From an optimization exercise on the open Yosys and OpenROAD flow, aimed at small area and a short achievable clock period; shortcuts taken in it are not production practice.
RTL that was checked went through simulation tests only; none was proved equivalent to the original.

==> pepper: inputs <==
## red_combine
module red_combine (
    input  wire        clk,
    input  wire        rst,
    input  wire        in_valid,
    input  wire [31:0] in_a,
    input  wire [31:0] in_b,
    input  wire [1:0]  in_op,
    input  wire [1:0]  in_rmode,
    input  wire [15:0] in_rand,
    output reg         out_valid,
    output reg  [31:0] out_res
);
    wire a_e0   = ~|in_a[30:23];
    wire b_e0   = ~|in_b[30:23];
    wire a_emax = &in_a[30:23];
    wire b_emax = &in_b[30:23];
    wire a_mz   = ~|in_a[22:0];
    wire b_mz   = ~|in_b[22:0];
    wire a_nan  = a_emax & ~a_mz;
    wire b_nan  = b_emax & ~b_mz;
    wire a_inf  = a_emax & a_mz;
    wire b_inf  = b_emax & b_mz;
    wire sa = in_a[31];
    wire sb = in_b[31];
    wire is_mm  = in_op[0] ^ in_op[1];
    wire is_max = in_op[1];
    wire zero_small = ~is_mm & (a_inf | b_inf);
    wire e_gt_hi, e_gt_lo;
    gt_t #(4) u_geh (.a(in_b[30:27]), .b(in_a[30:27]), .gt(e_gt_hi));
    gt_t #(4) u_gel (.a(in_b[26:23]), .b(in_a[26:23]), .gt(e_gt_lo));
    wire e_eq_hi = (in_b[30:27] == in_a[30:27]);
    wire m_gt;                                      
    gt_t #(23) u_gm (.a(in_b[22:0]), .b(in_a[22:0]), .gt(m_gt));
    wire e_eq = (in_a[30:23] == in_b[30:23]);
    wire pick_a_lt = b_nan | (~a_nan & (sa ^ is_max ^ ~(sa ^ sb)));
    wire pick_a_ge = b_nan | (~a_nan & (sa ^ is_max));
    wire [6:0] r_ab = {1'b0, in_a[28:23]} - {1'b0, in_b[28:23]};
    wire [6:0] r_ba = {1'b0, in_b[28:23]} - {1'b0, in_a[28:23]};
    wire [1:0] ha = in_a[30:29];
    wire [1:0] hb = in_b[30:29];
    wire ge_ab = ((ha == hb + 2'd1) & ~r_ab[6]) | ({1'b0, ha} >= {1'b0, hb} + 3'd2);
    wire ge_ba = ((hb == ha + 2'd1) & ~r_ba[6]) | ({1'b0, hb} >= {1'b0, ha} + 3'd2);
    reg        v1;
    reg [31:0] a1, b1;
    reg        sel_lt, sel_ge, egh1, eqh1, egl1;
    reg [5:0]  sh_ab, sh_ba;
    reg        big_ab, big_ba;
    reg        sub, zs1, zsm1, nan1, rtz1, stoc1, mgt, mmflip, mm1;
    reg [15:0] rnd1;
    always @(posedge clk) begin
        v1    <= ~rst & in_valid;
        a1    <= in_a;
        b1    <= in_b;
        sel_lt <= is_mm ? ~pick_a_lt : 1'b1;
        sel_ge <= is_mm ? ~pick_a_ge : 1'b0;
        egh1  <= e_gt_hi;
        eqh1  <= e_eq_hi;
        egl1  <= e_gt_lo;
        sh_ab <= r_ab[5:0];
        sh_ba <= r_ba[5:0];
        big_ab <= ge_ab;
        big_ba <= ge_ba;
        sub   <= (sa ^ sb) & ~is_mm;
        zs1   <= is_mm | a_inf | b_inf;
  ...
==> module red_combine, before the edit <==
module red_combine (
    input  wire        clk,
    input  wire        rst,
    input  wire        in_valid,
    input  wire [31:0] in_a,
    input  wire [31:0] in_b,
    input  wire [1:0]  in_op,
    input  wire [1:0]  in_rmode,
    input  wire [15:0] in_rand,
    output reg         out_valid,
    output reg  [31:0] out_res
);
    wire a_e0   = ~|in_a[30:23];
    wire b_e0   = ~|in_b[30:23];
    wire a_emax = &in_a[30:23];
    wire b_emax = &in_b[30:23];
    wire a_mz   = ~|in_a[22:0];
    wire b_mz   = ~|in_b[22:0];
    wire a_nan  = a_emax & ~a_mz;
    wire b_nan  = b_emax & ~b_mz;
    wire a_inf  = a_emax & a_mz;
    wire b_inf  = b_emax & b_mz;
    wire sa = in_a[31];
    wire sb = in_b[31];
    wire is_mm  = in_op[0] ^ in_op[1];
    wire is_max = in_op[1];
    wire zero_small = ~is_mm & (a_inf | b_inf);
    wire e_gt_hi, e_gt_lo;
    gt_t #(4) u_geh (.a(in_b[30:27]), .b(in_a[30:27]), .gt(e_gt_hi));
    gt_t #(4) u_gel (.a(in_b[26:23]), .b(in_a[26:23]), .gt(e_gt_lo));
    wire e_eq_hi = (in_b[30:27] == in_a[30:27]);
    wire m_gt;                                      
    gt_t #(23) u_gm (.a(in_b[22:0]), .b(in_a[22:0]), .gt(m_gt));
    wire e_eq = (in_a[30:23] == in_b[30:23]);
    wire pick_a_lt = b_nan | (~a_nan & (sa ^ is_max ^ ~(sa ^ sb)));
    wire pick_a_ge = b_nan | (~a_nan & (sa ^ is_max));
    wire [6:0] r_ab = {1'b0, in_a[28:23]} - {1'b0, in_b[28:23]};
    wire [6:0] r_ba = {1'b0, in_b[28:23]} - {1'b0, in_a[28:23]};
    wire [1:0] ha = in_a[30:29];
    wire [1:0] hb = in_b[30:29];
    wire ge_ab = ((ha == hb + 2'd1) & ~r_ab[6]) | ({1'b0, ha} >= {1'b0, hb} + 3'd2);
    wire ge_ba = ((hb == ha + 2'd1) & ~r_ba[6]) | ({1'b0, hb} >= {1'b0, ha} + 3'd2);
    reg        v1;
    reg [31:0] a1, b1;
    reg        sel_lt, sel_ge, egh1, eqh1, egl1;
    reg [5:0]  sh_ab, sh_ba;
    reg        big_ab, big_ba;
    reg        sub, zs1, zsm1, nan1, rtz1, stoc1, mgt, mmflip, mm1;
    reg [15:0] rnd1;
    always @(posedge clk) begin
        v1    <= ~rst & in_valid;
        a1    <= in_a;
        b1    <= in_b;
        sel_lt <= is_mm ? ~pick_a_lt : 1'b1;
        sel_ge <= is_mm ? ~pick_a_ge : 1'b0;
        egh1  <= e_gt_hi;
        eqh1  <= e_eq_hi;
        egl1  <= e_gt_lo;
        sh_ab <= r_ab[5:0];
        sh_ba <= r_ba[5:0];
        big_ab <= ge_ab;
        big_ba <= ge_ba;
        sub   <= (sa ^ sb) & ~is_mm;
        zs1   <= is_mm | a_inf | b_inf;
        zsm1  <= zero_small;
        mgt   <= e_eq & m_gt;
        mmflip <= ~a_nan & ~b_nan & ~(sa ^ sb);
        mm1   <= is_mm;
        nan1  <= is_mm ? (a_nan & b_nan) : (a_nan | b_nan | (a_inf & b_inf & (sa ^ sb)));
        rtz1  <= (in_rmode == 2'd1);
        stoc1 <= (in_rmode == 2'd2);
        rnd1  <= in_rand;
    end
    wire e_lt = egh1 | (eqh1 & egl1);                
    wire sel1 = e_lt ? sel_lt : sel_ge;
    wire [5:0] sh  = mm1 ? 6'd0 : sel1 ? sh_ba : sh_ab;
    wire       big = ~mm1 & (sel1 ? big_ba : big_ab);
    wire [31:0] bg1  = sel1 ? b1 : a1;
    wire [22:0] sm_m = sel1 ? a1[22:0] : b1[22:0];
    wire        a1_e0 = ~|a1[30:23];
    wire        b1_e0 = ~|b1[30:23];
    wire        sm_e0 = sel1 ? a1_e0 : b1_e0;
    wire        bg_e0 = sel1 ? b1_e0 : a1_e0;
    wire        fix1 = sm_e0 & ~bg_e0;
    wire        s_sm = sel1 ? a1[31] : b1[31];
    wire [23:0] m_sm = zsm1 ? 24'd0 : fix1 ? {sm_m, 1'b0} : {~sm_e0, sm_m};
    wire [7:0]  e_big = {bg1[30:24], bg1[23] | bg_e0};
    wire [23:0] m_big = {~bg_e0, bg1[22:0]};
    wire [41:0] y;
    s1_align u_align(.m_sm(m_sm), .sh({big, 1'b0, sh}), .y(y));
    wire [42:0] r1;
    reg any_lo;
    integer k;
    always @(*) begin
        any_lo = 1'b0;
        for (k = 0; k < 24; k = k + 1)
            if (m_sm[k] && (big || sh > k)) any_lo = 1'b1;
    end
    wire swap_mm = mm1 & mgt & mmflip;
    s1_add u_add(.m_big(m_big & {24{~swap_mm}}), .y(y), .en_y(~mm1 | swap_mm),
                 .inv_big(sub & mgt), .inv_y(sub & ~mgt), .no_lo(~any_lo), .r1(r1));
    reg        v2;
    reg [42:0] r;
    reg [7:0]  eb2;
    reg        sg2, nan2, sub2, inf2, rtz2, stoc2;
    reg [15:0] rnd2;
    always @(posedge clk) begin
        v2    <= ~rst & v1;
        r     <= r1;
        eb2   <= e_big;
        sg2   <= (mgt & ~mm1) ? s_sm : bg1[31];
        nan2  <= nan1;
        sub2  <= sub;
        rtz2  <= rtz1;
        stoc2 <= stoc1;
        inf2  <= zs1 | ~rtz1;
        rnd2  <= rnd1;
    end
    wire [23:0] n; wire [15:0] d; wire st; wire [4:0] lz;
    s2_norm u_norm(.r(r), .eb2(eb2), .n(n), .d(d), .st(st), .lz(lz));
    wire [31:0] result;
    s2_round u_round(.r(r), .eb2(eb2), .n(n), .d(d), .st(st), .lz(lz), .rnd2(rnd2), .stoc2(stoc2), .rtz2(rtz2), .inf2(inf2), .nan2(nan2), .sg2(sg2), .sub2(sub2), .result(result));
    always @(posedge clk) begin
        out_valid <= ~rst & v2;
        out_res   <= result;
    end
endmodule
Settings: LEC_CHECK=0, ABC_AREA=1, CAP_MARGIN=20, CORE_MARGIN=2, CORE_UTILIZATION=60, CTS_BUF_LIST=sky130_fd_sc_hd__clkbuf_16, CTS_CLUSTER_DIAMETER=100, CTS_CLUSTER_SIZE=30, SLEW_MARGIN=20; clock period 32.0 ns.
standard.sh (not shown) runs the stock make flow with config.mk's settings and CLKGATE_MAP_FILE= SYNTH_SCRIPT=/design/flow/synth_recipe.tcl, a recipe that flattens the netlist after the stock synthesis.
==> flow/flow/run.sh <==
#!/bin/bash
# The standard ORFS layout (standard.sh, standard synthesis unchanged) with two changes
# to how the layout is made; the clock, its period and the constraints stay the design's:
#  - repair_timing is asked for extra setup slack (flow/setup_margin, in ns), so that it
#    sizes and buffers the logic for a shorter period than the constraint's;
#  - port buffers (every input and output still gets one) use flow/port_buffer.
set -euo pipefail
MARGIN=$(cat flow/setup_margin)
PBUF=$(cat flow/port_buffer)
sed "s|CLKGATE_MAP_FILE= |CLKGATE_MAP_FILE= SETUP_SLACK_MARGIN=$MARGIN 'BUFFER_PORTS_ARGS=-buffer_cell $PBUF' |" \
    standard.sh > standard_tuned.sh
bash standard_tuned.sh > flow_make.log 2>&1
==> flow/flow/port_buffer <==
sky130_fd_sc_hd__buf_1
==> flow/flow/setup_margin <==
24.2
==> indigo: changes against pepper <==
--- a/flow/design.v
+++ b/flow/design.v
@@ -25,41 +25,36 @@
     wire is_mm  = in_op[0] ^ in_op[1];
     wire is_max = in_op[1];
     wire zero_small = ~is_mm & (a_inf | b_inf);
-    wire e_gt_hi, e_gt_lo;
-    gt_t #(4) u_geh (.a(in_b[30:27]), .b(in_a[30:27]), .gt(e_gt_hi));
-    gt_t #(4) u_gel (.a(in_b[26:23]), .b(in_a[26:23]), .gt(e_gt_lo));
-    wire e_eq_hi = (in_b[30:27] == in_a[30:27]);
+    wire e_lt;                                      
+    gt_t #(8) u_ge (.a(in_b[30:23]), .b(in_a[30:23]), .gt(e_lt));
     wire m_gt;                                      
     gt_t #(23) u_gm (.a(in_b[22:0]), .b(in_a[22:0]), .gt(m_gt));
     wire e_eq = (in_a[30:23] == in_b[30:23]);
-    wire pick_a_lt = b_nan | (~a_nan & (sa ^ is_max ^ ~(sa ^ sb)));
-    wire pick_a_ge = b_nan | (~a_nan & (sa ^ is_max));
+    wire pick_a_mm = b_nan | (~a_nan & (sa ^ is_max ^ (e_lt & ~(sa ^ sb))));
+    wire sel_b = is_mm ? ~pick_a_mm : e_lt;
     wire [6:0] r_ab = {1'b0, in_a[28:23]} - {1'b0, in_b[28:23]};
     wire [6:0] r_ba = {1'b0, in_b[28:23]} - {1'b0, in_a[28:23]};
+    wire [5:0] d_ab = a_e0 ? 6'd0 : b_e0 ? in_a[28:23] - 6'd1 : r_ab[5:0];
+    wire [5:0] d_ba = b_e0 ? 6'd0 : a_e0 ? in_b[28:23] - 6'd1 : r_ba[5:0];
     wire [1:0] ha = in_a[30:29];
     wire [1:0] hb = in_b[30:29];
-    wire ge_ab = ((ha == hb + 2'd1) & ~r_ab[6]) | ({1'b0, ha} >= {1'b0, hb} + 3'd2);
-    wire ge_ba = ((hb == ha + 2'd1) & ~r_ba[6]) | ({1'b0, hb} >= {1'b0, ha} + 3'd2);
+    wire ge_ab = ~a_e0 & (b_e0 ? (ha[1] | (ha[0] & |in_a[28:23]))
+                                : ((ha == hb + 2'd1) & ~r_ab[6]) | ({1'b0, ha} >= {1'b0, hb} + 3'd2));
+    wire ge_ba = ~b_e0 & (a_e0 ? (hb[1] | (hb[0] & |in_b[28:23]))
+                                : ((hb == ha + 2'd1) & ~r_ba[6]) | ({1'b0, hb} >= {1'b0, ha} + 3'd2));
     reg        v1;
     reg [31:0] a1, b1;
-    reg        sel_lt, sel_ge, egh1, eqh1, egl1;
-    reg [5:0]  sh_ab, sh_ba;
-    reg        big_ab, big_ba;
-    reg        sub, zs1, zsm1, nan1, rtz1, stoc1, mgt, mmflip, mm1;
+    reg        sel1;
+    reg [5:0]  sh;
+    reg        big, sub, zs1, zsm1, nan1, rtz1, stoc1, mgt, mmflip, mm1;
     reg [15:0] rnd1;
     always @(posedge clk) begin
         v1    <= ~rst & in_valid;
         a1    <= in_a;
         b1    <= in_b;
-        sel_lt <= is_mm ? ~pick_a_lt : 1'b1;
-        sel_ge <= is_mm ? ~pick_a_ge : 1'b0;
-        egh1  <= e_gt_hi;
-        eqh1  <= e_eq_hi;
-        egl1  <= e_gt_lo;
-        sh_ab <= r_ab[5:0];
-        sh_ba <= r_ba[5:0];
-        big_ab <= ge_ab;
-        big_ba <= ge_ba;
+        sel1  <= sel_b;
+        sh    <= is_mm ? 6'd0 : e_lt ? d_ba : d_ab;
+        big   <= ~is_mm & (e_lt ? ge_ba : ge_ab);
         sub   <= (sa ^ sb) & ~is_mm;
         zs1   <= is_mm | a_inf | b_inf;
         zsm1  <= zero_small;
@@ -71,19 +66,12 @@
         stoc1 <= (in_rmode == 2'd2);
         rnd1  <= in_rand;
     end
-    wire e_lt = egh1 | (eqh1 & egl1);                
-    wire sel1 = e_lt ? sel_lt : sel_ge;
-    wire [5:0] sh  = mm1 ? 6'd0 : sel1 ? sh_ba : sh_ab;
-    wire       big = ~mm1 & (sel1 ? big_ba : big_ab);
     wire [31:0] bg1  = sel1 ? b1 : a1;
     wire [22:0] sm_m = sel1 ? a1[22:0] : b1[22:0];
-    wire        a1_e0 = ~|a1[30:23];
-    wire        b1_e0 = ~|b1[30:23];
-    wire        sm_e0 = sel1 ? a1_e0 : b1_e0;
-    wire        bg_e0 = sel1 ? b1_e0 : a1_e0;
-    wire        fix1 = sm_e0 & ~bg_e0;
+    wire        sm_h = sel1 ? |a1[30:23] : |b1[30:23];
     wire        s_sm = sel1 ? a1[31] : b1[31];
-    wire [23:0] m_sm = zsm1 ? 24'd0 : fix1 ? {sm_m, 1'b0} : {~sm_e0, sm_m};
+    wire [23:0] m_sm = zsm1 ? 24'd0 : {sm_h, sm_m};
+    wire        bg_e0 = ~|bg1[30:23];
     wire [7:0]  e_big = {bg1[30:24], bg1[23] | bg_e0};
     wire [23:0] m_big = {~bg_e0, bg1[22:0]};
     wire [41:0] y;
==> flow/flow/port_buffer (replaced) <==
sky130_fd_sc_hd__buf_2
CTS_BUF_LIST = not set   (was sky130_fd_sc_hd__clkbuf_16)
CTS_CLUSTER_DIAMETER = not set   (was 100)
CTS_CLUSTER_SIZE = not set   (was 30)
==> ember: changes against pepper <==
--- a/flow/design.v
+++ b/flow/design.v
@@ -25,41 +25,36 @@
     wire is_mm  = in_op[0] ^ in_op[1];
     wire is_max = in_op[1];
     wire zero_small = ~is_mm & (a_inf | b_inf);
-    wire e_gt_hi, e_gt_lo;
-    gt_t #(4) u_geh (.a(in_b[30:27]), .b(in_a[30:27]), .gt(e_gt_hi));
-    gt_t #(4) u_gel (.a(in_b[26:23]), .b(in_a[26:23]), .gt(e_gt_lo));
-    wire e_eq_hi = (in_b[30:27] == in_a[30:27]);
+    wire e_lt;                                      
+    gt_t #(8) u_ge (.a(in_b[30:23]), .b(in_a[30:23]), .gt(e_lt));
     wire m_gt;                                      
     gt_t #(23) u_gm (.a(in_b[22:0]), .b(in_a[22:0]), .gt(m_gt));
     wire e_eq = (in_a[30:23] == in_b[30:23]);
-    wire pick_a_lt = b_nan | (~a_nan & (sa ^ is_max ^ ~(sa ^ sb)));
-    wire pick_a_ge = b_nan | (~a_nan & (sa ^ is_max));
+    wire pick_a_mm = b_nan | (~a_nan & (sa ^ is_max ^ (e_lt & ~(sa ^ sb))));
+    wire sel_b = is_mm ? ~pick_a_mm : e_lt;
     wire [6:0] r_ab = {1'b0, in_a[28:23]} - {1'b0, in_b[28:23]};
     wire [6:0] r_ba = {1'b0, in_b[28:23]} - {1'b0, in_a[28:23]};
+    wire [5:0] d_ab = a_e0 ? 6'd0 : b_e0 ? in_a[28:23] - 6'd1 : r_ab[5:0];
+    wire [5:0] d_ba = b_e0 ? 6'd0 : a_e0 ? in_b[28:23] - 6'd1 : r_ba[5:0];
     wire [1:0] ha = in_a[30:29];
     wire [1:0] hb = in_b[30:29];
-    wire ge_ab = ((ha == hb + 2'd1) & ~r_ab[6]) | ({1'b0, ha} >= {1'b0, hb} + 3'd2);
-    wire ge_ba = ((hb == ha + 2'd1) & ~r_ba[6]) | ({1'b0, hb} >= {1'b0, ha} + 3'd2);
+    wire ge_ab = ~a_e0 & (b_e0 ? (ha[1] | (ha[0] & |in_a[28:23]))
+                                : ((ha == hb + 2'd1) & ~r_ab[6]) | ({1'b0, ha} >= {1'b0, hb} + 3'd2));
+    wire ge_ba = ~b_e0 & (a_e0 ? (hb[1] | (hb[0] & |in_b[28:23]))
+                                : ((hb == ha + 2'd1) & ~r_ba[6]) | ({1'b0, hb} >= {1'b0, ha} + 3'd2));
     reg        v1;
     reg [31:0] a1, b1;
-    reg        sel_lt, sel_ge, egh1, eqh1, egl1;
-    reg [5:0]  sh_ab, sh_ba;
-    reg        big_ab, big_ba;
-    reg        sub, zs1, zsm1, nan1, rtz1, stoc1, mgt, mmflip, mm1;
+    reg        sel1;
+    reg [5:0]  sh;
+    reg        big, sub, zs1, zsm1, nan1, rtz1, stoc1, mgt, mmflip, mm1;
     reg [15:0] rnd1;
     always @(posedge clk) begin
         v1    <= ~rst & in_valid;
         a1    <= in_a;
         b1    <= in_b;
-        sel_lt <= is_mm ? ~pick_a_lt : 1'b1;
-        sel_ge <= is_mm ? ~pick_a_ge : 1'b0;
-        egh1  <= e_gt_hi;
-        eqh1  <= e_eq_hi;
-        egl1  <= e_gt_lo;
-        sh_ab <= r_ab[5:0];
-        sh_ba <= r_ba[5:0];
-        big_ab <= ge_ab;
-        big_ba <= ge_ba;
+        sel1  <= sel_b;
+        sh    <= is_mm ? 6'd0 : e_lt ? d_ba : d_ab;
+        big   <= ~is_mm & (e_lt ? ge_ba : ge_ab);
         sub   <= (sa ^ sb) & ~is_mm;
         zs1   <= is_mm | a_inf | b_inf;
         zsm1  <= zero_small;
@@ -71,19 +66,12 @@
         stoc1 <= (in_rmode == 2'd2);
         rnd1  <= in_rand;
     end
-    wire e_lt = egh1 | (eqh1 & egl1);                
-    wire sel1 = e_lt ? sel_lt : sel_ge;
-    wire [5:0] sh  = mm1 ? 6'd0 : sel1 ? sh_ba : sh_ab;
-    wire       big = ~mm1 & (sel1 ? big_ba : big_ab);
     wire [31:0] bg1  = sel1 ? b1 : a1;
     wire [22:0] sm_m = sel1 ? a1[22:0] : b1[22:0];
-    wire        a1_e0 = ~|a1[30:23];
-    wire        b1_e0 = ~|b1[30:23];
-    wire        sm_e0 = sel1 ? a1_e0 : b1_e0;
-    wire        bg_e0 = sel1 ? b1_e0 : a1_e0;
-    wire        fix1 = sm_e0 & ~bg_e0;
+    wire        sm_h = sel1 ? |a1[30:23] : |b1[30:23];
     wire        s_sm = sel1 ? a1[31] : b1[31];
-    wire [23:0] m_sm = zsm1 ? 24'd0 : fix1 ? {sm_m, 1'b0} : {~sm_e0, sm_m};
+    wire [23:0] m_sm = zsm1 ? 24'd0 : {sm_h, sm_m};
+    wire        bg_e0 = ~|bg1[30:23];
     wire [7:0]  e_big = {bg1[30:24], bg1[23] | bg_e0};
     wire [23:0] m_big = {~bg_e0, bg1[22:0]};
     wire [41:0] y;
CORE_UTILIZATION = 64   (was 60)
PLACE_DENSITY = 0.72   (was not set)
==> summary of the runs <==
- The lowest cell count belongs to ember, the highest to indigo.
- Hold slack: ember > indigo > pepper.
- Global-route usage: ember > indigo > pepper.
- Against indigo, the synthesized cell count of pepper is higher by about 0.9%.
No functional check of the RTL was part of pepper.

-- port drivers added, routing unchanged --
The flow's constraints put no driver on any port. The routed layouts listed below were extracted and timed again, unchanged, in two steps. Step 1 assumes that a clkbuf_16 drives the clock port and a buf_2 every other input. Step 2 also shifts input and output timing later by t, the mid clock arrival at the registers, as if the neighbouring blocks saw the same clock. a / b / c = ideal ports / drivers / drivers and shift; a / b = the first two.
run	shift t [ns]	setup slack, ns	worst register clock-pin slew, ns	worst data-port slew with drivers (ns)	pins driven straight from the clock port
pepper	0.524	24.393 / 24.420 / 23.896	0.11 / 0.11	0.04	1
indigo	0.550	24.195 / 24.204 / 23.654	0.06 / 0.06	0.05	1
ember	0.515	24.236 / 24.247 / 23.732	0.11 / 0.11	0.05	1
After both steps setup and hold are still met in every run listed. The setup slack of indigo, which loses most, moves by +0.009 ns with the drivers and by -0.541 ns with both steps.
